Background: an optimization exercise with open tools, aiming at small area and a short achievable clock period. Do not read the settings as production practice. RTL that was checked went through simulation tests only; none was proved equivalent to the original.

==> branch violet <==
// lane_fma
module lane_fma (
    input  wire        clk,
    input  wire        rst,
    input  wire        in_valid,
    input  wire [2:0]  in_op,
    input  wire [1:0]  in_mod,
    input  wire [31:0] in_a,
    input  wire [31:0] in_b,
    input  wire [31:0] in_c,
    output reg         out_valid,
    output reg  [31:0] out_res,
    output reg         out_clamp,
    output reg         out_bad
);
export LEC_CHECK = 0
export CAP_MARGIN = 20
export CORE_MARGIN = 2
export CORE_UTILIZATION = 40
export SLEW_MARGIN = 20
create_clock -name core_clock -period 11.0 [get_ports {clk}]
run.sh (not shown) runs the stock make flow with config.mk's settings and CLKGATE_MAP_FILE= SYNTH_SCRIPT=/design/flow/synth_recipe.tcl, a recipe that flattens the netlist after the stock synthesis.
==> inputs of branch harbor, as changes to branch violet <==
--- a/flow/design.v
+++ b/flow/design.v
@@ -45,17 +45,20 @@
     wire sp_nan = x_nan || y_nan || z_nan;
     wire sp_hit = sp_nan || p_inf || z_inf || (p_zero && z_zero);
     wire sp_bad = sp_nan || (p_inf && (p_zero || (z_inf && (zs != p_sign))));
     wire sp_inf = p_inf || z_inf;
     wire sp_sgn = p_inf ? p_sign : z_inf ? zs : (p_sign & zs);
-    wire [9:0]        exy   = {2'b00, xe} + {2'b00, ye};
-    wire signed [10:0] adist = $signed({3'b000, ze}) - $signed({1'b0, exy}) + 11'sd127;
-    wire              far   = !z_zero && (p_zero || (adist > 11'sd27));
-    wire signed [10:0] sh_n  = 11'sd27 - adist;
+    wire [8:0]        exy_m = {1'b0, xe} + {1'b0, in_b[30:23]};
+    wire signed [10:0] sh_a = $signed({3'b000, xe}) - $signed({3'b000, in_b[30:23]}) + 11'sd27;
+    wire signed [10:0] sh_m = $signed({2'b00, exy_m}) - $signed({3'b000, in_c[30:23]}) - 11'sd100;
+    wire signed [10:0] sh_n = op_add ? sh_a : sh_m;
+    wire              far   = !z_zero && (p_zero || sh_n[10]);
     wire [6:0]        shamt = far ? 7'd0 : (sh_n > 11'sd76) ? 7'd76 : sh_n[6:0];
+    wire signed [10:0] e76_a = $signed({3'b000, xe}) + 11'sd28;
+    wire signed [10:0] e76_m = $signed({2'b00, exy_m}) - 11'sd99;
     wire signed [10:0] e76  = far ? ($signed({3'b000, ze}) + 11'sd1)
-                                  : ($signed({1'b0, exy}) - 11'sd99);
+                                  : (op_add ? e76_a : e76_m);
     reg        r1_valid;
     reg [1:0]  r1_mod;
     reg        r1_sp_hit, r1_sp_bad, r1_sp_inf, r1_sp_sgn;
     reg        r1_psign, r1_esub, r1_fsticky;
     reg [23:0] r1_mx;
@@ -2506,52 +2509,49 @@
             if ({1'b0, r3_lz} < 8'd52 - k[7:0]) sticky = sticky | r3_mag[k];
     end
     wire signed [10:0] epre = r3_e76 - $signed({4'b0000, r3_lz});
     wire        rup  = rbit && (sticky || mant[0]);
     wire        mall = &mant;
-    wire        mcy  = mall && rup;
-    wire [23:0] mrnd = mant + {23'd0, rup};
-    wire signed [10:0] ernd = epre + $signed({10'd0, mcy});
-    reg [31:0] ar_res;
-    reg        ar_clamp;
+    wire        mcy  = mall && rup;                  
+    wire [22:0] frac = mant[22:0] + {22'd0, rup};    
+    wire [7:0]  eout = epre[7:0] + {7'd0, mcy};
+    wire        fnz  = (|mant[22:0]) || rup;         
+    wire e_lt1 = epre < 11'sd1;
+    wire e_eq0 = epre == 11'sd0;
+    wire e_ovf = (epre > 11'sd254) || ((epre == 11'sd254) && mcy);
+    wire e_gt1 = (epre > 11'sd127) || ((epre == 11'sd127) && (mcy || fnz));
+    wire uf     = !r3_zero && e_lt1;                 
+    wire minn   = uf && e_eq0 && mall;               
+    wire ovf    = !r3_zero && !e_lt1 && e_ovf;       
+    wire normal = !r3_zero && !e_lt1 && !e_ovf;
+    reg [31:0] pre_res;
     always @(*) begin
-        ar_clamp = 1'b0;
-        if (r3_zero) begin
-            ar_res = 32'd0;                                  
-        end else if (epre < 11'sd1) begin
-            if (epre == 11'sd0 && mall)
-                ar_res = {r3_sign, 8'h01, 23'd0};
-            else
-                ar_res = {r3_sign, 31'd0};
-        end else if (ernd > 11'sd254) begin
-            ar_res   = {r3_sign, 31'h7F7F_FFFF};
-            ar_clamp = 1'b1;
-        end else begin
-            ar_res = {r3_sign, ernd[7:0], mrnd[22:0]};
-        end
+        if (r3_sp_hit)
+            pre_res = r3_sp_bad ? 32'd0 : {r3_sp_sgn, {8{r3_sp_inf}}, 23'd0};
+        else if (normal)
+            pre_res = {r3_sign, eout, frac};
+        else if (ovf)
+            pre_res = {r3_sign, 31'h7F7F_FFFF};
+        else if (uf)
+            pre_res = {r3_sign, 7'd0, minn, 23'd0};
+        else
+            pre_res = 32'd0;                              
     end
-    wire [31:0] sp_res    = r3_sp_bad ? 32'd0 : {r3_sp_sgn, {8{r3_sp_inf}}, 23'd0};
-    wire [31:0] pre_res   = r3_sp_hit ? sp_res : ar_res;
-    wire        pre_clamp = !r3_sp_hit && ar_clamp;
-    wire        pre_bad   = r3_sp_hit && r3_sp_bad;
-    wire above_one = !pre_res[31] && (pre_res[30:0] > 31'h3F80_0000);
-    wire below_m1  =  pre_res[31] && (pre_res[30:0] > 31'h3F80_0000);
-    wire below_0   =  pre_res[31] && (pre_res[30:0] != 31'd0);
+    wire pre_clamp = !r3_sp_hit && ovf;
+    wire pre_bad   = r3_sp_hit && r3_sp_bad;
+    wire sp_val = r3_sp_inf && !r3_sp_bad;
+    wire sg  = r3_sp_hit ? (r3_sp_sgn && !r3_sp_bad) : (r3_sign && !r3_zero);
+    wire gt1 = r3_sp_hit ? sp_val : (ovf || (normal && e_gt1));
+    wire nz  = r3_sp_hit ? sp_val : (!r3_zero && (!uf || minn));
+    wire m1  = (r3_mod == 2'b01);
+    wire m2  = (r3_mod == 2'b10);
     reg [31:0] lim_res;
     always @(*) begin
-        lim_res = pre_res;
-        case (r3_mod)
-            2'b01: begin
-                if (above_one)     lim_res = 32'h3F80_0000;
-                else if (below_m1) lim_res = 32'hBF80_0000;
-            end
-            2'b10: begin
-                if (above_one)     lim_res = 32'h3F80_0000;
-                else if (below_0)  lim_res = 32'd0;
-            end
-            default: ;
-        endcase
+        if ((m1 || m2) && !sg && gt1) lim_res = 32'h3F80_0000;
+        else if (m1 && sg && gt1)      lim_res = 32'hBF80_0000;
+        else if (m2 && sg && nz)       lim_res = 32'd0;
+        else                           lim_res = pre_res;
     end
     always @(posedge clk) begin
         if (rst) out_valid <= 1'b0;
         else     out_valid <= r3_valid;
         out_res   <= lim_res;
--- a/flow/config.mk
+++ b/flow/config.mk
@@ -6,6 +6,7 @@
 export NUM_CORES = 4
 export LEC_CHECK = 0
 export CAP_MARGIN = 20
 export CORE_MARGIN = 2
 export CORE_UTILIZATION = 40
+export SETUP_SLACK_MARGIN = 3.5
 export SLEW_MARGIN = 20
==> run summary <==
item	branch harbor	branch violet
Run status	finished clean	finished clean
Total via count in the routed design	36570	36219
Critical Path End	r3_lz[1]$_DFF_P_	out_res[21]$_DFF_P_
Multiplexer share of the synthesized area	0.0884	0.102
Number of distinct library cell variants in the gate-level netlist after synthesis	101	118
Starting utilization of the core area	0.404	0.404
# nets final	5334	5206
Number of combinational gates with multiple inputs	3694	3593
Register area share after synthesis	0.185	0.185
Plain + repair buffers	234	230
Average size of a mapped cell	8.59 um2	8.84 um2
Area of the multi-input gates	30900 um2	30900 um2
Share of final-layout standard cells stronger than drive strength 1	0.0821	0.0934
Total placed instance area	43800 um2	43700 um2
Launch instance of the worst min-delay path	r2_sp_inf$_DFF_P_	r1_e76[7]$_DFF_P_
Register-to-Register Setup Slack	4200 ps	2820 ps
Clock buf/inv share	0.0321	0.0343
Share of the cycle needed by the critical path after routing	0.618	0.744
Met3 layer wire length in the routed design	11200 um	11600 um
RR Endpoint	r3_lz[1]$_DFF_P_	out_res[21]$_DFF_P_
Seq area share	0.169	0.169
Routed wire length on met2	64600 um	63800 um
Wire length per cell after detailed routing	23.1 um	23.6 um
The RTL of branch violet was laid out without a check of its function.

==> static timing again, ports no longer ideal <==
The flow's constraints put no driver on any port. The routed layouts listed below were extracted and timed again, unchanged, in two steps.
Step 1 (the two cells are an assumption about what drives the block):
set clk [get_ports {clk}]
set_driving_cell -lib_cell sky130_fd_sc_hd__clkbuf_16 $clk
set_driving_cell -lib_cell sky130_fd_sc_hd__buf_2 [delete_from_list [all_inputs] $clk]
Step 2 moves the port delays by t, midway between the first and last clock arrival at a register: inputs arrive t later, outputs are due t later. That takes back most of the time a late clock gives input paths.
a / b / c = ideal ports / drivers / drivers and shift; a / b = the first two.
run	t (ns)	setup WS [ns]	worst setup path at the end	latest minus earliest clock arrival (ns)	worst register clock-pin slew, ns
branch violet	0.663	2.816 / 2.816 / 2.816	register to register	0.041 / 0.041	0.08 / 0.08
branch harbor	0.670	4.200 / 4.200 / 3.795	input to register	0.020 / 0.020	0.07 / 0.07
After both steps setup and hold are still met in every run listed. For branch harbor, which loses most, drivers alone change the setup slack by 0.000 ns; drivers and shift together by -0.405 ns.
